This design comes from an exercise in tuning for small area on the open sky130 flow, not from production work.
RTL that was checked went through simulation tests only; none was proved equivalent to the original.
Only the layout flow was run in run 3; the RTL was not checked for function there.

### flow/design.v
module pdm_cic_bank (
    input  wire        clk,
    input  wire        rst,
    input  wire        ratio,       
    input  wire        bit_valid,
    input  wire [15:0] bits,
    output reg         out_valid,
    output wire [3:0]  out_ch,
    output wire [31:0] out_data
);
  localparam SW = 117;
  reg  [2:0]  phase;       
  reg         clr;         
  reg         act;         
  reg  [2:0]  acnt;
  reg  [15:0] blat;        
  reg  [4:0]  icur;        
  reg         fin;         
  reg         owait, ohalf;
  reg  [SW*8-1:0] ring_a, ring_b;
  wire [4:0] inext = ratio ? icur + 5'd1 : {1'b0, icur[3:0] + 4'd1};
  wire       shift = act && (icur == 5'd0);
  wire       ba = act && blat[{1'b0, phase}];
  wire       bb = act && blat[{1'b1, phase}];
  wire [5:0] cidx = {ratio, icur};
  wire [15:0] c0;
  assign c0[0] = 64'h3c3c3c3c00003c3c >> cidx;
  assign c0[1] = 64'h0ff00ff000000ff0 >> cidx;
  assign c0[2] = 64'h1b27e4d800001b27 >> cidx;
  assign c0[3] = 64'h097b216f0000097b >> cidx;
  assign c0[4] = 64'h01868c2300000186 >> cidx;
  assign c0[5] = 64'h0528f1a600000528 >> cidx;
  assign c0[6] = 64'h03fdb1b7000003fd >> cidx;
  assign c0[7] = 64'h00b8ae75000000b8 >> cidx;
  assign c0[8] = 64'h006fd3290000006f >> cidx;
  assign c0[9] = 64'h001af4ad0000001a >> cidx;
  assign c0[10] = 64'h0006587300000006 >> cidx;
  assign c0[11] = 64'h0001cabf00000001 >> cidx;
  assign c0[12] = 64'h0000399500000000 >> cidx;
  assign c0[13] = 64'h0000078c00000000 >> cidx;
  assign c0[14] = 64'h0000007c00000000 >> cidx;
  assign c0[15] = 64'h0000000300000000 >> cidx;
  wire [18:0] c1;
  assign c1[0] = 64'h0000000000000000 >> cidx;
  assign c1[1] = 64'h0000000000000000 >> cidx;
  assign c1[2] = 64'h3c3c3c3c0000c3c3 >> cidx;
  assign c1[3] = 64'hcc33cc3300003cc3 >> cidx;
  assign c1[4] = 64'h2424dbdb00008171 >> cidx;
  assign c1[5] = 64'h93c97b210000e702 >> cidx;
  assign c1[6] = 64'h1008fdad0000bdb7 >> cidx;
  assign c1[7] = 64'h566ab13a0000a51a >> cidx;
  assign c1[8] = 64'h93c987cb0000d409 >> cidx;
  assign c1[9] = 64'h2244b75a0000f1f8 >> cidx;
  assign c1[10] = 64'he007cd91000059f8 >> cidx;
  assign c1[11] = 64'h417d03480000cb52 >> cidx;
  assign c1[12] = 64'h80d600c7000038c9 >> cidx;
  assign c1[13] = 64'haa98003f000007c7 >> cidx;
  assign c1[14] = 64'h664aaaaa0000003f >> cidx;
  assign c1[15] = 64'he1c6666600000000 >> cidx;
  assign c1[16] = 64'h1fc1e1e100000000 >> cidx;
  assign c1[17] = 64'h003fe01f00000000 >> cidx;
  assign c1[18] = 64'h00001fff00000000 >> cidx;
  wire [19:0] c2;
  assign c2[0] = 64'h0000000000000000 >> cidx;
  assign c2[1] = 64'h3c3c3c3c00003c3c >> cidx;
  assign c2[2] = 64'h33cc33cc0000cc33 >> cidx;
  assign c2[3] = 64'he71818e700001818 >> cidx;
  assign c2[4] = 64'h36b81d6c000047e2 >> cidx;
  assign c2[5] = 64'h73c003ce000087e1 >> cidx;
  assign c2[6] = 64'h464ff2620000d18b >> cidx;
  assign c2[7] = 64'ha9aff59500006426 >> cidx;
  assign c2[8] = 64'hd029940b0000b5ad >> cidx;
  assign c2[9] = 64'h756c36ae00002814 >> cidx;
  assign c2[10] = 64'hbfddbbfd0000342c >> cidx;
  assign c2[11] = 64'h2ee00774000093c9 >> cidx;
  assign c2[12] = 64'hca0bd05300008ff1 >> cidx;
  assign c2[13] = 64'hf3581acf00008001 >> cidx;
  assign c2[14] = 64'ha9381c9500008001 >> cidx;
  assign c2[15] = 64'h6707e0e600007ffe >> cidx;
  assign c2[16] = 64'he0ffff0700000000 >> cidx;
  assign c2[17] = 64'he000000700000000 >> cidx;
  assign c2[18] = 64'he000000700000000 >> cidx;
  assign c2[19] = 64'h1ffffff800000000 >> cidx;
  wire [18:0] c3;
  assign c3[0] = 64'h0000000000000000 >> cidx;
  assign c3[1] = 64'h0000000000000000 >> cidx;
  assign c3[2] = 64'h3c3c3c3c0000c3c3 >> cidx;
  assign c3[3] = 64'hcc33cc330000c33c >> cidx;
  assign c3[4] = 64'hdbdb242400008e81 >> cidx;
  assign c3[5] = 64'h84de93c9000040e7 >> cidx;
  assign c3[6] = 64'hb5bf10080000edbd >> cidx;
  assign c3[7] = 64'h5c8d566a000058a5 >> cidx;
  assign c3[8] = 64'hd3e193c90000902b >> cidx;
  assign c3[9] = 64'h5aed224400001f8f >> cidx;
  assign c3[10] = 64'h89b3e00700001f9a >> cidx;
  assign c3[11] = 64'h12c0be8200004ad3 >> cidx;
  assign c3[12] = 64'he3006b010000931c >> cidx;
  assign c3[13] = 64'hfc0019550000e3e0 >> cidx;
  assign c3[14] = 64'h555552660000fc00 >> cidx;
  assign c3[15] = 64'h6666638700000000 >> cidx;
  assign c3[16] = 64'h878783f800000000 >> cidx;
  assign c3[17] = 64'hf807fc0000000000 >> cidx;
  assign c3[18] = 64'hfff8000000000000 >> cidx;
  wire [15:0] c4;
  assign c4[0] = 64'h3c3c3c3c00003c3c >> cidx;
  assign c4[1] = 64'h0ff00ff000000ff0 >> cidx;
  assign c4[2] = 64'h1b27e4d80000e4d8 >> cidx;
  assign c4[3] = 64'hf684de900000de90 >> cidx;
  assign c4[4] = 64'hc431618000006180 >> cidx;
  assign c4[5] = 64'h658f14a0000014a0 >> cidx;
  assign c4[6] = 64'hed8dbfc00000bfc0 >> cidx;
  assign c4[7] = 64'hae751d0000001d00 >> cidx;
  assign c4[8] = 64'h94cbf6000000f600 >> cidx;
  assign c4[9] = 64'hb52f580000005800 >> cidx;
  assign c4[10] = 64'hce1a600000006000 >> cidx;
  assign c4[11] = 64'hfd53800000008000 >> cidx;
  assign c4[12] = 64'ha99c000000000000 >> cidx;
  assign c4[13] = 64'h31e0000000000000 >> cidx;
  assign c4[14] = 64'h3e00000000000000 >> cidx;
  assign c4[15] = 64'hc000000000000000 >> cidx;
  wire [SW-1:0] head_a = ring_a[SW-1:0];
  wire [SW-1:0] head_b = ring_b[SW-1:0];
  wire [SW-1:0] new_a, new_b;
  wire [24:0] base_a0 = clr ? (ratio ? 25'd0 : 25'd0) : shift ? head_a[49:25] : head_a[24:0];
  cic_rca #(.W(25), .C(16)) u_add_a0 (.a(base_a0), .b(ba ? c0 : 16'd0), .s(new_a[24:0]));
  wire [24:0] base_a1 = clr ? (ratio ? 25'd16588720 : 25'd516536) : shift ? head_a[74:50] : head_a[49:25];
  cic_rca #(.W(25), .C(19)) u_add_a1 (.a(base_a1), .b(ba ? c1 : 19'd0), .s(new_a[49:25]));
  wire [24:0] base_a2 = clr ? (ratio ? 25'd12507632 : 25'd374552) : shift ? {2'd0, head_a[97:75]} : head_a[74:50];
  cic_rca #(.W(25), .C(20)) u_add_a2 (.a(base_a2), .b(ba ? c2 : 20'd0), .s(new_a[74:50]));
  wire [22:0] base_a3 = clr ? (ratio ? 23'd3308816 : 23'd89768) : shift ? {4'd0, head_a[116:98]} : head_a[97:75];
  cic_rca #(.W(23), .C(19)) u_add_a3 (.a(base_a3), .b(ba ? c3 : 19'd0), .s(new_a[97:75]));
  wire [18:0] base_a4 = clr ? (ratio ? 19'd100688 : 19'd2184) : shift ? 19'd0 : head_a[116:98];
  cic_rca #(.W(19), .C(16)) u_add_a4 (.a(base_a4), .b(ba ? c4 : 16'd0), .s(new_a[116:98]));
  wire [24:0] base_b0 = clr ? (ratio ? 25'd0 : 25'd0) : shift ? head_b[49:25] : head_b[24:0];
  cic_rca #(.W(25), .C(16)) u_add_b0 (.a(base_b0), .b(bb ? c0 : 16'd0), .s(new_b[24:0]));
  wire [24:0] base_b1 = clr ? (ratio ? 25'd16588720 : 25'd516536) : shift ? head_b[74:50] : head_b[49:25];
  cic_rca #(.W(25), .C(19)) u_add_b1 (.a(base_b1), .b(bb ? c1 : 19'd0), .s(new_b[49:25]));
  wire [24:0] base_b2 = clr ? (ratio ? 25'd12507632 : 25'd374552) : shift ? {2'd0, head_b[97:75]} : head_b[74:50];
  cic_rca #(.W(25), .C(20)) u_add_b2 (.a(base_b2), .b(bb ? c2 : 20'd0), .s(new_b[74:50]));
  wire [22:0] base_b3 = clr ? (ratio ? 23'd3308816 : 23'd89768) : shift ? {4'd0, head_b[116:98]} : head_b[97:75];
  cic_rca #(.W(23), .C(19)) u_add_b3 (.a(base_b3), .b(bb ? c3 : 19'd0), .s(new_b[97:75]));
  wire [18:0] base_b4 = clr ? (ratio ? 19'd100688 : 19'd2184) : shift ? 19'd0 : head_b[116:98];
  cic_rca #(.W(19), .C(16)) u_add_b4 (.a(base_b4), .b(bb ? c4 : 16'd0), .s(new_b[116:98]));
  always @(posedge clk) begin
    ring_a <= {new_a, ring_a[SW*8-1:SW]};
    ring_b <= {new_b, ring_b[SW*8-1:SW]};
    if (bit_valid) blat <= bits;
    if (rst) begin
      phase <= 3'd0;
      clr   <= 1'b1;
      act   <= 1'b0;
      acnt  <= 3'd0;
      icur  <= {ratio, 4'd13};
      fin   <= 1'b0;
      owait <= 1'b0;
      ohalf <= 1'b0;
      out_valid <= 1'b0;
    end else begin
      phase <= phase + 3'd1;
      if (phase == 3'd7) clr <= 1'b0;
      if (act && acnt == 3'd7) act <= 1'b0;
      if (act && acnt == 3'd6 && fin) owait <= 1'b1;
      acnt <= acnt + 3'd1;
      if (bit_valid) begin
        act  <= 1'b1;
        acnt <= 3'd0;
        icur <= inext;
        fin  <= (inext == {ratio, 4'd13});
      end
      if (phase == 3'd7) begin
        if (out_valid) begin
          if (ohalf) out_valid <= 1'b0;
          ohalf <= ~ohalf;
        end else if (owait) begin
          owait <= 1'b0;
          out_valid <= 1'b1;
        end
      end
    end
  end
  wire [SW-1:0] head_o = ohalf ? head_b : head_a;
  wire [24:0] u0l = head_o[24:0];
  wire        u0h = ratio && (u0l == 25'd0) && head_o[49];
  wire [31:0] us = ratio ? {3'd0, u0h, u0l, 3'd0} : {3'd0, u0l[20:0], 8'd0};
  assign out_data = us - 32'h0800_0000;
  assign out_ch   = {ohalf, phase};
endmodule
module cic_rca #(parameter W = 8, parameter C = 4) (
    input  wire [W-1:0] a,
    input  wire [C-1:0] b,
    output wire [W-1:0] s
);
  wire [W:0] c;
  assign c[0] = 1'b0;
  genvar k;
  generate
    for (k = 0; k < W; k = k + 1) begin : g_bit
      if (k < C) begin : g_fa
        assign s[k]   = a[k] ^ b[k] ^ c[k];
        assign c[k+1] = (a[k] & b[k]) | (c[k] & (a[k] ^ b[k]));
      end else begin : g_ha
        assign s[k]   = a[k] ^ c[k];
        assign c[k+1] = a[k] & c[k];
      end
    end
  endgenerate
endmodule
### flow/run.sh
#!/bin/bash
# synth_recipe.tcl (not shown) runs the flow's synth.tcl, then flattens the netlist and writes it again
# the make line also repeats each setting of config.mk as NAME=value (left out here)
make -C /OpenROAD-flow-scripts/flow DESIGN_CONFIG=/design/flow/config.mk WORK_HOME=/design/flow/orfs CLKGATE_MAP_FILE= SYNTH_SCRIPT=/design/flow/synth_recipe.tcl finish
### flow/config.mk
export PLATFORM = sky130hd
export DESIGN_NAME = pdm_cic_bank
export DESIGN_NICKNAME = pdm_cic_bank
export VERILOG_FILES = /design/flow/design.v
export SDC_FILE = /design/flow/constraint.sdc
export NUM_CORES = 4
export LEC_CHECK = 0
export ABC_AREA = 1
export CAP_MARGIN = 20
export CORE_MARGIN = 2
export CORE_UTILIZATION = 60
export CTS_BUF_LIST = sky130_fd_sc_hd__clkbuf_8
export CTS_CLUSTER_DIAMETER = 80
export CTS_CLUSTER_SIZE = 20
export SLEW_MARGIN = 20
### flow/constraint.sdc
create_clock -name core_clock -period 20.0 [get_ports {clk}]
set_input_delay 4.0000 -clock core_clock [delete_from_list [all_inputs] [get_ports {clk}]]
set_output_delay 4.0000 -clock core_clock [all_outputs]
set_load 0.01 [all_outputs]
==> summary.txt, run 1 <==
Status
  – Status: no timing/DRC/antenna violations

Timing
  – Relative slew slack: 0.3619
  – Fin crit share: 0.6510
  – Post-Route Skew: 0.04757 ns
  – Max-slew violations: 0
  – Fin worst setup slack: about 7.0 ns
  – Worst slew pin tran: 0.9471 ns
  – Crit path time final: between 10 and 15 ns
  – Final setup viols: 0
  – Setup TNS: 0 ns
  – Final Hold Fails: 0
  – Max Fclk: ~77 MHz
  – RSZ-0062 raised after global routing: false

Synth
  – EDFF count, synth: 17
  – Yosys top cell area share: 0.7399
  – Synth area leaders: dfxtp_1, fa_1, nand2_1
  – Synthesized area: a little over 0.05 mm^2
  – Ys async rst share: 0
  – Synth cell types: 37
  – Ys flop type: dfxtp_1
  – Mean Syn Cell Area: 12.42 um^2
  – Register bit total from synthesis: around 1900
  – Synth warnings: 1
  – Synth area leader: dfxtp_1
  – Cells after synthesis: ~4000
  – Post-synthesis sequential area ratio: 0.7499

Worst hold path
  – Hold crit path type: reg -> reg
  – Hold Startpoint: ring_a[340]

Worst setup path
  – CP max stage delay: 0.58 ns
  – CP Data Required Time: 20.73 ns
  – Worst path most repeated cell: fa_1
  – Crit path from: ratio
  – Arrival time worst endpoint: 13.75 ns
  – Crit path kind: in -> reg
  – Startpoint types: input port
  – CP endpoint kind: flip-flop
  – CP Max Fanout: 39
  – Reg-to-Reg Start: icur[1]
  – Crit-path slowest cell: buf_4

Clock tree
  – Clock Pin Slew Worst Setup and Hold Paths: 0.11 ns
  – Clock sinks: about 1900
  – CTS max path bufs: 3
  – H-tree depth: 3
  – Hold-fix buffers at CTS: 0
  – Post-CTS sizing: 0
  – Post-CTS setup buffer count: 0
  – Cts bufs inserted: ~110
  – CTS tree: built
  – Clk Latency, worst-skew pair: 0.80 ns
  – Clk root buf: clkbuf_8

Detailed routing
  – DRT antenna net count: 0
  – DRT Pass-1 Iters: 5
  – Starting DRC count in detailed routing: 1711
  – Via Count: 26063
  – Routed WL: ~100 mm
  – DRC Markers: 0
  – Vias per inst: 4.892
  – WL/cell: 19.58 um

Placement
  – Buffers on Ports: 53
  – Hpwl dp: roughly 73 mm
  – Dpl ws: 6.208 ns
  – Final Wtd Congestion: 0.9732
  – Placed Area: 0.05258 mm^2

Layout
  – Synthesis-to-layout area growth: 6.060%
  – Finished Cell Area: 0.05418 mm^2
  – Layout cell share with drive strength beyond 1: 0.04209
  – Post-layout util: 0.6393
  – Number of nets in the layout: 4433

Global routing
  – Largest net degree at the start of global routing: 140
  – First-pass GRT wire length: 155.0 mm
  – Number of global-route vias before repair: approximately 25000
  – All-Layer GR Usage: 0.2432
  – Total congestion overflow: 0
  – Initial antenna violation count: 4

Die
  – Initial core utilization: 0.6028
  – CORE AREA: between 0.08 and 0.09 mm^2
  – Top Ports: 57
  – Die height: 295.8 um
  – Die area: 0.08749 mm^2
  – Site Rows: between 100 and 150
  – DIE WIDTH: 295.8 um

Flow run
  – # Max-Cap Violations: 0
==> layer usage <==
layer  wire [um]  vias up  GRT usage
met5           9        -          0
met4        3159        2    0.08642
met3        6225      166    0.04399
met2       44260      643     0.3595
met1       50670    12493     0.3605
li1            -    12759          -
==> Yosys cell counts, types with 6 or more instances <==
cell type  number
dfxtp_1      1888
nand2_1       669
inv_1         331
o21ai_0       231
nor2_1        220
fa_1          160
a21oi_1       140
nand3_1       135
ha_1           82
buf_2          56
clkbuf_1       43
buf_4          34
o211ai_1       22
edfxtp_1       17
inv_2          11
xnor2_1        11
o22ai_1         8
a31oi_1         7
buf_1           7
nand4_1         7
a211oi_1        6
==> path summary, 6_finish.rpt <==
check / end / slack [ns] / cells after the start
setup / recovery: ring_b[893] / 6.98 / 34
hold / removal: ring_a[223] / 0.30 / 0
setup reg to reg: ring_b[893] / 9.36 / 37
hold reg to reg: ring_a[223] / 0.30 / 0
==> critical path: cells and delay by family <==
family | cells | cell delay, ns
adder cells (fa/ha/maj) | 23 | 7.53
AND/OR/NAND/NOR | 3 | 0.55
buffers and inverters | 7 | 1.50
XOR/XNOR | 1 | 0.11
==> metrics by stage <==
step                      hold WS, ns  std cells
final                          0.3033       5328
after global routing           0.3083       5327
after detailed placement       0.3121       5207
after CTS                      0.2973       5326
after floorplan                0.3096       4116
after global placement         0.3095       5207
==> final cells by class <==
cell class / count / area (um^2)
diodes: 2 / 5.005
clock buffers: 109 / 1500
clock inverters: 10 / 88.84
fillers: 6614 / 30570
inverters: 344 / 1299
multi-input cells: 1723 / 10720
flip-flops and latches: 1905 / 38310
well taps: 1144 / 1431
repair buffers: 91 / 823.3
==> kinds of logic after synthesis <==
family,synth area share
flops,0.7499
simple gates,0.08080
buf+inv,0.04041
compound gates,0.04360
fa+ha+maj,0.08279
xor+xnor,0.002229
other cells,0.00007341
mux,0.0001960
==> cell usage in the layout (no fill, tap or decap), drive strengths merged, types with 3 or more instances in the layout <==
cell	count
a211oi	6
a21oi	140
a31oi	7
buf	39
clkbuf	109
clkdlybuf4s50	52
clkinvlp	3
conb	3
dfxtp	1888
edfxtp	17
fa	160
ha	82
inv	350
nand2	670
nand3	137
nand4	7
nor2	223
o211ai	22
o21ai	235
o22ai	8
o31ai	3
xnor2	11
==> state kept, by name (all words and copies together) (netlist names) <==
register / count
act: 1
clr: 1
ohalf: 1
fin: 1
owait: 1
ring_a: 936
acnt: 3
phase: 3
icur: 5
blat: 16
ring_b: 936
out_valid: 1
==> inputs of run 2 (changes only) <==
==> flow/flow/run.sh (new file) <==
#!/bin/bash
# The standard layout, with smaller port buffers and a clock tree of
# clkbuf_8 leaves without dummy loads.
set -euo pipefail
export BUFFER_PORTS_ARGS="-buffer_cell sky130_fd_sc_hd__buf_1"
export CTS_ARGS="-sink_clustering_enable -repair_clock_nets -sink_clustering_size 20 -sink_clustering_max_diameter 80 -buf_list sky130_fd_sc_hd__clkbuf_8 -dont_use_dummy_load"
bash standard.sh > orfs_make.log 2>&1
==> flow/standard.sh (new file) <==
#!/bin/bash
# synth_recipe.tcl (not shown) runs the flow's synth.tcl, then flattens the netlist and writes it again
# the make line also repeats each setting of config.mk as NAME=value (left out here)
make -C /OpenROAD-flow-scripts/flow DESIGN_CONFIG=/design/flow/config.mk WORK_HOME=/design/flow/orfs CLKGATE_MAP_FILE= SYNTH_SCRIPT=/design/flow/synth_recipe.tcl "${@:-finish}"
==> flow/config.mk (replaced) <==
export PLATFORM = sky130hd
export DESIGN_NAME = pdm_cic_bank
export DESIGN_NICKNAME = pdm_cic_bank
export VERILOG_FILES = /design/flow/design.v
export SDC_FILE = /design/flow/constraint.sdc
export NUM_CORES = 4
export LEC_CHECK = 0
export ABC_AREA = 1
export CAP_MARGIN = 0
export CORE_MARGIN = 2
export CORE_UTILIZATION = 60
export SLEW_MARGIN = 0
removed: flow/run.sh
==> summary.txt, run 2 <==
Synth
  – Synth warnings: 1 (unchanged)
  – Register bit total from synthesis: 1905 (unchanged)
  – Most common cell in the netlist: dfxtp_1 (unchanged)
  – Synth area leader: dfxtp_1 (unchanged)
  – Ys flop type: dfxtp_1 (unchanged)
  – Synth area leaders: dfxtp_1, fa_1, nand2_1 (unchanged)
  – Synthesized area: 0.05108 mm^2 (unchanged)
  – Yosys top cell area share: 0.7399 (unchanged)
  – Top cells by count, synth: dfxtp_1, nand2_1, inv_1, o21ai_0, nor2_1 (unchanged)
  – Post-synthesis sequential area ratio: 0.7499 (unchanged)
  – Ys async rst share: 0 (unchanged)
  – Cells after synthesis: 4114 (unchanged)
  – Mean Syn Cell Area: 12.42 um^2 (unchanged)
  – Synth cell types: 37 (unchanged)
  – EDFF count, synth: 17 (unchanged)

Worst hold path
  – Worst hold path stage count: 0 (unchanged)
  – Hold crit path type: reg -> reg (unchanged)

Worst setup path
  – Arrival time worst endpoint: 13.73 ns (was 13.75 ns)
  – CP Max Fanout: 26 (was 39)
  – CP Data Required Time: 20.72 ns (was 20.73 ns)
  – Register-to-Register Path Depth: 36 (was 37)
  – Startpoint types: input port (unchanged)
  – Crit-path slowest cell: buf_4 (unchanged)
  – CP endpoint kind: flip-flop (unchanged)
  – Crit path kind: in -> reg (unchanged)
  – Worst path most repeated cell: fa_1 (unchanged)
  – CP max stage delay: 0.48 ns (was 0.58 ns)

Detailed routing
  – Routed WL: 103.6 mm (was 104.3 mm)
  – DRC Markers: 0 (unchanged)
  – Via Count: 26106 (was 26063)
  – DRT antenna net count: 0 (unchanged)
  – WL/cell: 19.48 um (was 19.58 um)
  – DRT Pass-1 Iters: 6 (was 5)
  – Starting DRC count in detailed routing: 1586 (was 1711)
  – Vias per inst: 4.906 (was 4.892)

Layout
  – Number of nets in the layout: 4437 (was 4433)
  – Biggest regs: ring_a x936, ring_b x936, blat x16 (unchanged)
  – FF/Latch Area: 0.03831 mm^2 (unchanged)
  – Fill cells: 6595 (was 6614)
  – Footprint of the multi-input gates: 0.01072 mm^2 (unchanged)
  – Most common cell after layout, fill and taps aside: dfxtp_1 (unchanged)
  – Post-layout util: 0.6343 (was 0.6393)
  – Synthesis-to-layout area growth: 5.237% (was 6.060%)
  – Layout cell share with drive strength beyond 1: 0.04074 (was 0.04209)
  – Most frequent cells in the layout: dfxtp_1, nand2_1, inv_1 (unchanged)
  – Layout Cells excl Fill: 5321 (was 5328)

Placement
  – Buffers on Ports: 53 (unchanged)
  – Final Wtd Congestion: 0.9319 (was 0.9732)
  – Hpwl dp: 73.05 mm (was 73.34 mm)
  – Placed Instances: 5211 (was 5207)

Timing
  – Final Hold Fails: 0 (unchanged)
  – Final setup viols: 0 (unchanged)
  – Max Fclk: 76.82 MHz (was 76.81 MHz)
  – Fin crit share: 0.6509 (was 0.6510)
  – Post-Route Skew: 0.09369 ns (was 0.04757 ns)
  – Setup TNS: 0 ns (unchanged)
  – Relative slew slack: 0.3856 (was 0.3619)
  – Max-slew violations: 0 (unchanged)
  – RSZ-0062 raised after global routing: false (unchanged)
  – Crit path time final: 13.02 ns (about the same)
  – Worst slew pin tran: 0.9216 ns (was 0.9471 ns)

Global routing
  – All-Layer GR Usage: 0.2392 (was 0.2432)
  – Largest net degree at the start of global routing: 132 (was 140)
  – First-pass GRT wire length: 152.9 mm (was 155.0 mm)
  – Number of global-route vias before repair: 24732 (was 25410)
  – Initial antenna violation count: 3 (was 4)
  – Total congestion overflow: 0 (unchanged)

Flow run
  – # Max-Cap Violations: 0 (unchanged)

Clock tree
  – Clock Pin Slew Worst Setup and Hold Paths: 0.11 ns (about the same)
  – Clock sinks: 1905 (unchanged)
  – Post-CTS sizing: 0 (unchanged)
  – CTS max path bufs: 3 (unchanged)
  – Cts bufs inserted: 106 (unchanged)
  – Post-CTS setup buffer count: 0 (unchanged)
  – Clk Latency, worst-skew pair: 0.79 ns (was 0.80 ns)
  – H-tree depth: 3 (unchanged)
  – Clk root buf: clkbuf_8 (unchanged)
  – Hold-fix buffers at CTS: 0 (unchanged)
  – CTS tree: built (unchanged)

Die
  – Die height: 295.8 um (unchanged)
  – Die area: 0.08749 mm^2 (unchanged)
  – CORE AREA: 0.08475 mm^2 (unchanged)
  – Site Rows: 107 (unchanged)
  – DIE WIDTH: 295.8 um (unchanged)
  – Initial core utilization: 0.6028 (unchanged)
  – Top Ports: 57 (unchanged)

Status
  – Status: no timing/DRC/antenna violations (unchanged)
-- run 2: critical path, delay by kind of cell --
kind / cells / cell delay [ns]
xor gates and xnor gates: 1 / 0.11
adders and majority gates: 23 / 7.51
buffers and inverters: 8 / 1.47
and+or+nand+nor: 3 / 0.58
-- run 2: area by class of cell --
class	instances	area share
Antenna cell	4	0.0001862
Tap cell	1144	0.02663
Inverter	344	0.02416
Timing Repair Buffer	95	0.009822
Clock buffer	106	0.02714
Multi-Input combinational cell	1723	0.1994
Sequential cell	1905	0.7126
-- run 2: path summary, 6_finish.rpt --
kind	start	endpoint	slack [ns]
hold / removal	ring_a[227]	ring_a[110]	0.27
setup / recovery	ratio	ring_b[893]	6.98
hold reg to reg	ring_a[227]	ring_a[110]	0.27
setup reg to reg	icur[1]	ring_b[893]	8.91
-- run 2: metrics by stage --
step                hold slack [ns]  cell area, um^2  setup WS (ns)
CTS                          0.2624            53750          7.107
finish                       0.2653            53760          6.983
floorplan                    0.3096            51090          7.981
global route                 0.2514            53760          6.663
global placement             0.3095            52290          6.351
detailed placement           0.3121            52290          6.192
-- run 2: per-layer routing --
layer	wire, um	up-vias	track usage
met5	27	-	0
met4	3498	4	0.08592
met3	5193	198	0.03755
met2	44580	664	0.3591
met1	50330	12487	0.3535
li1	-	12753	-
-- run 2: cell families after synthesis --
group                    after synthesis  synth area share
AND/OR/NAND/NOR                     1040           0.08080
XOR/XNOR                              13          0.002229
other                                  1        0.00007341
flip-flops                          1905            0.7499
adder cells (fa/ha/maj)              242           0.08279
multiplexers                           1         0.0001960
AO/OA/AOI/OAI                        424           0.04360
buffers and inverters                488           0.04041
==> inputs of run 3 (changes only) <==
==> flow/design.v (replaced) <==
module cic5_channel (
    input  wire        clk,
    input  wire        clr,
    input  wire        bit_en,
    input  wire        bit_in,
    input  wire        dec_en,
    output wire [26:0] comb_out
);
  reg [26:0] i1, i2, i3, i4, i5;
  reg [26:0] c1, c2, c3, c4, c5;
  wire [26:0] x  = bit_in ? 27'd1 : 27'h7FFFFFF;
  wire [26:0] n1 = i1 + x;
  wire [26:0] n2 = i2 + n1;
  wire [26:0] n3 = i3 + n2;
  wire [26:0] n4 = i4 + n3;
  wire [26:0] n5 = i5 + n4;
  wire [26:0] y1 = n5 - c1;
  wire [26:0] y2 = y1 - c2;
  wire [26:0] y3 = y2 - c3;
  wire [26:0] y4 = y3 - c4;
  wire [26:0] y5 = y4 - c5;
  assign comb_out = y5;
  always @(posedge clk) begin
    if (clr) begin
      i1 <= 27'd0; i2 <= 27'd0; i3 <= 27'd0; i4 <= 27'd0; i5 <= 27'd0;
      c1 <= 27'd0; c2 <= 27'd0; c3 <= 27'd0; c4 <= 27'd0; c5 <= 27'd0;
    end else if (bit_en) begin
      i1 <= n1; i2 <= n2; i3 <= n3; i4 <= n4; i5 <= n5;
      if (dec_en) begin
        c1 <= n5; c2 <= y1; c3 <= y2; c4 <= y3; c5 <= y4;
      end
    end
  end
endmodule
module pdm_cic_bank (
    input  wire        clk,
    input  wire        rst,
    input  wire        ratio,       
    input  wire        bit_valid,
    input  wire [15:0] bits,
    output reg         out_valid,
    output reg  [3:0]  out_ch,
    output reg  [31:0] out_data
);
  reg [4:0] bit_cnt;
  wire      dec = bit_valid && (ratio ? (bit_cnt == 5'd31) : (bit_cnt[3:0] == 4'd15));
  wire [26:0] y [0:15];
  genvar c;
  generate
    for (c = 0; c < 16; c = c + 1) begin : g_ch
      cic5_channel u_ch (
        .clk(clk), .clr(rst), .bit_en(bit_valid), .bit_in(bits[c]),
        .dec_en(dec), .comb_out(y[c])
      );
    end
  endgenerate
  reg [26:0] hold [0:15];
  reg        busy;
  reg [3:0]  idx;
  integer    k;
  wire [26:0] h  = hold[idx];
  wire [31:0] hs = {{5{h[26]}}, h};
  wire [31:0] scaled = ratio ? (hs << 2) : (hs << 7);
  always @(posedge clk) begin
    if (rst) begin
      bit_cnt   <= 5'd0;
      busy      <= 1'b0;
      idx       <= 4'd0;
      out_valid <= 1'b0;
    end else begin
      if (bit_valid)
        bit_cnt <= ratio ? bit_cnt + 5'd1 : {1'b0, bit_cnt[3:0] + 4'd1};
      out_valid <= 1'b0;
      if (dec) begin
        for (k = 0; k < 16; k = k + 1)
          hold[k] <= y[k];
        busy <= 1'b1;
        idx  <= 4'd0;
      end else if (busy) begin
        out_valid <= 1'b1;
        out_ch    <= idx;
        out_data  <= scaled;
        idx       <= idx + 4'd1;
        if (idx == 4'd15) busy <= 1'b0;
      end
    end
  end
endmodule
==> flow/run.sh (new file) <==
#!/bin/bash
# synth_recipe.tcl (not shown) runs the flow's synth.tcl, then flattens the netlist and writes it again
# the make line also repeats each setting of config.mk as NAME=value (left out here)
make -C /OpenROAD-flow-scripts/flow DESIGN_CONFIG=/design/flow/config.mk WORK_HOME=/design/flow/orfs CLKGATE_MAP_FILE= SYNTH_SCRIPT=/design/flow/synth_recipe.tcl finish
==> flow/config.mk (replaced) <==
export PLATFORM = sky130hd
export DESIGN_NAME = pdm_cic_bank
export DESIGN_NICKNAME = pdm_cic_bank
export VERILOG_FILES = /design/flow/design.v
export SDC_FILE = /design/flow/constraint.sdc
export NUM_CORES = 4
export LEC_CHECK = 0
export CAP_MARGIN = 20
export CORE_MARGIN = 2
export CORE_UTILIZATION = 40
export SLEW_MARGIN = 20
removed: flow/flow/run.sh
removed: flow/standard.sh
==> summary.txt, run 3 <==
Synth
  – Synth area leader: dfxtp_1 (unchanged)
  – Post-synthesis sequential area ratio: 0.2945 (was 0.7499)
  – Mean Syn Cell Area: 8.296 um^2 (was 12.42 um^2)
  – Ys flop type: dfxtp_1 (unchanged)
  – Synth warnings: 4 (was 1)
  – Register bit total from synthesis: 4797 (was 1905)
  – Synth area leaders: dfxtp_1, ha_1, xnor2_1 (was dfxtp_1, fa_1, nand2_1)
  – Yosys top cell area share: 0.2536 (was 0.7399)
  – Synth cell types: 100 (was 37)
  – EDFF count, synth: 466 (was 17)
  – Top cells by count, synth: nor2_1, dfxtp_1, ha_1, inv_1, o21ai_0 (was dfxtp_1, nand2_1, inv_1, o21ai_0, nor2_1)
  – Most common cell in the netlist: nor2_1 (was dfxtp_1)
  – Synthesized area: 0.3419 mm^2 (was 0.05108 mm^2)
  – Cells after synthesis: 41212 (was 4114)
  – Ys async rst share: 0 (unchanged)

Layout
  – Layout Cells excl Fill: 52736 (was 5321)
  – Number of nets in the layout: 45362 (was 4437)
  – Fill cells: 82829 (was 6595)
  – Synthesis-to-layout area growth: 9.603% (was 5.237%)
  – Footprint of the multi-input gates: 0.2238 mm^2 (was 0.01072 mm^2)
  – Finished Cell Area: 0.3747 mm^2 (was 0.05376 mm^2)
  – Layout cell share with drive strength beyond 1: 0.03554 (was 0.04074)
  – Most common cell after layout, fill and taps aside: nor2_1 (was dfxtp_1)
  – Most frequent cells in the layout: nor2_1, dfxtp_1, ha_1 (was dfxtp_1, nand2_1, inv_1)
  – FF/Latch Area: 0.1007 mm^2 (was 0.03831 mm^2)

Global routing
  – GRT met3 Usage: 0.02096 (was 0.03755)
  – Number of global-route vias before repair: 270380 (was 24732)
  – All-Layer GR Usage: 0.1904 (was 0.2392)
  – Largest net degree at the start of global routing: 226 (was 132)
  – Total congestion overflow: 0 (unchanged)
  – Busiest grt layer: met2 (unchanged)
  – M2 GR Usage: 0.3227 (was 0.3591)
  – Met1 Track Usage GR: 0.2542 (was 0.3535)
  – First-pass GRT wire length: 1396 mm (was 152.9 mm)
  – Initial antenna violation count: 17 (was 3)

Timing
  – Setup TNS: 0 ns (unchanged)
  – Crit path time final: 17.74 ns (was 13.02 ns)
  – Final setup viols: 0 (unchanged)
  – Post-Route Skew: 0.05742 ns (was 0.09369 ns)
  – RSZ-0062 raised after global routing: false (unchanged)
  – Relative slew slack: 0.1868 (was 0.3856)
  – Final Hold Fails: 0 (unchanged)
  – Max Fclk: 56.37 MHz (was 76.82 MHz)
  – Max-slew violations: 0 (unchanged)
  – Fin crit share: 0.8870 (was 0.6509)
  – Worst slew pin tran: 1.215 ns (was 0.9216 ns)

Worst setup path
  – Worst path most repeated cell: a21oi_1 (was fa_1)
  – Startpoint types: input port (unchanged)
  – CP endpoint kind: flip-flop (unchanged)
  – CP Max Fanout: 25 (was 26)
  – CP max stage delay: 0.60 ns (was 0.48 ns)
  – Crit-path slowest cell: clkdlybuf4s50_1 (was buf_4)
  – Arrival time worst endpoint: 18.60 ns (was 13.73 ns)
  – Crit path kind: in -> reg (unchanged)
  – CP Data Required Time: 20.86 ns (was 20.72 ns)

Die
  – Initial core utilization: 0.4012 (was 0.6028)
  – Die height: 928.5 um (was 295.8 um)
  – Top Ports: 57 (unchanged)
  – CORE AREA: 0.8521 mm^2 (was 0.08475 mm^2)
  – DIE WIDTH: 928.5 um (was 295.8 um)
  – Site Rows: 339 (was 107)
  – Die area: 0.8621 mm^2 (was 0.08749 mm^2)

Detailed routing
  – DRC Markers: 0 (unchanged)
  – Vias per inst: 5.304 (was 4.906)
  – WL/cell: 16.20 um (was 19.48 um)
  – DRT antenna net count: 0 (unchanged)
  – Starting DRC count in detailed routing: 15543 (was 1586)
  – Via Count: 279708 (was 26106)
  – Routed WL: 854.5 mm (was 103.6 mm)
  – DRT Pass-1 Iters: 6 (unchanged)

Clock tree
  – Post-CTS setup buffer count: 0 (unchanged)
  – CTS max path bufs: 4 (was 3)
  – Clk Latency, worst-skew pair: 1.16 ns (was 0.79 ns)
  – Clock Pin Slew Worst Setup and Hold Paths: 0.06 ns (was 0.11 ns)
  – Cts bufs inserted: 599 (was 106)
  – Hold-fix buffers at CTS: 0 (unchanged)
  – H-tree depth: 6 (was 3)
  – Post-CTS sizing: 0 (unchanged)
  – Clock sinks: 4797 (was 1905)
  – CTS tree: built (unchanged)
  – Clk root buf: clkbuf_16 (was clkbuf_8)

Status
  – Status: no timing/DRC/antenna violations (unchanged)

Placement
  – Hpwl dp: 626.5 mm (was 73.05 mm)
  – Placed Area: 0.3543 mm^2 (was 0.05229 mm^2)
  – Buffers on Ports: 54 (was 53)
  – Final Wtd Congestion: 0.8838 (was 0.9319)
  – Placed Instances: 51635 (was 5211)

Flow run
  – # Max-Cap Violations: 0 (unchanged)

Worst hold path
  – Hold crit path type: reg -> reg (unchanged)
## run 3: changes by cell type after synthesis, moves of 910 or more
| cell | delta |
|---|---|
| nor2_1 | +4150 |
| ha_1 | +4116 |
| inv_1 | +3236 |
| o21ai_0 | +3166 |
| xnor2_1 | +2707 |
| nand2_1 | +2605 |
| a21oi_1 | +2591 |
| dfxtp_1 | +2443 |
| mux2i_1 | +1763 |
| a21o_1 | +1036 |
| clkbuf_1 | +910 |
## run 3: final timing paths
kind / depth (start not counted) / startpoint / slack, ns / to
worst max-delay path: 66 / bits[15] / 2.26 / hold[15][26]
worst min register to register: 2 / g_ch[15].u_ch.c5[26] / 0.45 / g_ch[15].u_ch.c5[26]
worst min-delay path: 2 / g_ch[15].u_ch.c5[26] / 0.45 / g_ch[15].u_ch.c5[26]
worst max register to register: 64 / g_ch[15].u_ch.i1[1] / 5.66 / hold[15][26]
## run 3: final cells by class
type,instances,area share
multi-input combinational,31767,0.5973
sequential,4797,0.2687
inverter,3569,0.03580
clock inverter,234,0.008047
timing repair buffer,250,0.006204
clock buffer,856,0.04633
tap,11253,0.03757
antenna,10,0.00006678
## run 3: metal layers
metal,wire length [um],up-vias
met5,21,-
met4,28060,4
met3,32010,1130
met2,386600,3774
met1,407800,131090
li1,-,143710
## run 3: cell families (layout without fill, tap and decap cells)
| logic type | Yosys count | count (layout) | share of synthesized area |
|---|---|---|---|
| XOR/XNOR | 3665 | 3665 | 0.09544 |
| flip-flops | 4797 | 4797 | 0.2945 |
| other | 1 | 12 | 0.00001097 |
| buffers and inverters | 4649 | 4909 | 0.05107 |
| AO/OA/AOI/OAI | 11089 | 11089 | 0.2037 |
| multiplexers | 1786 | 1786 | 0.05237 |
| adder cells (fa/ha/maj) | 4358 | 4358 | 0.1630 |
| AND/OR/NAND/NOR | 10867 | 10867 | 0.1399 |
## run 3: stage by stage
stage          hold WS, ns  setup WS (ns)    util
3_3_place_gp        0.4379         0.2299  0.4158
2_1_floorplan       0.4064          2.049       -
4_1_cts             0.4590          2.391  0.4397
5_1_grt             0.4801         0.9185  0.4397
3_5_place_dp        0.4467          1.172  0.4158
6_report            0.4548          2.260  0.4398
## run 3: critical path, delay by kind of cell
family          cells  cell delay (ns)
fa+ha+maj          10             3.17
buf+inv             5             1.09
compound gates     30             7.05
simple gates       14             2.01
xor+xnor            7             1.24

-- afterwards: timing with drivers on the ports --
Ports are ideal in the flow. The routed layouts listed here were re-timed in OpenROAD.
Step 1 assumes that a clkbuf_16 drives the clock port and a buf_2 every other input.
Step 2 moves the port delays by t, midway between the first and last clock arrival at a register: inputs arrive t later, outputs are due t later. That takes back most of the time a late clock gives input paths.
Three values: ideal, step 1, step 2; two values: the first two.
| run | t, ns | setup WS [ns] | hold WS [ns] | worst setup path at the end | worst data-port slew with drivers (ns) |
|---|---|---|---|---|---|
| run 1 | 0.835 | 6.980 / 7.016 / 6.181 | 0.303 / 0.303 / 0.303 | input to register | 0.03 |
| run 2 | 0.803 | 6.983 / 7.023 / 6.220 | 0.265 / 0.265 / 0.265 | input to register | 0.03 |
| run 3 | 1.287 | 2.260 / 2.394 / 1.107 | 0.455 / 0.455 / 0.455 | input to register | 0.36 |
After both steps setup and hold are still met in every run listed. For run 3, which loses most, drivers alone change the setup slack by +0.134 ns; drivers and shift together by -1.153 ns.
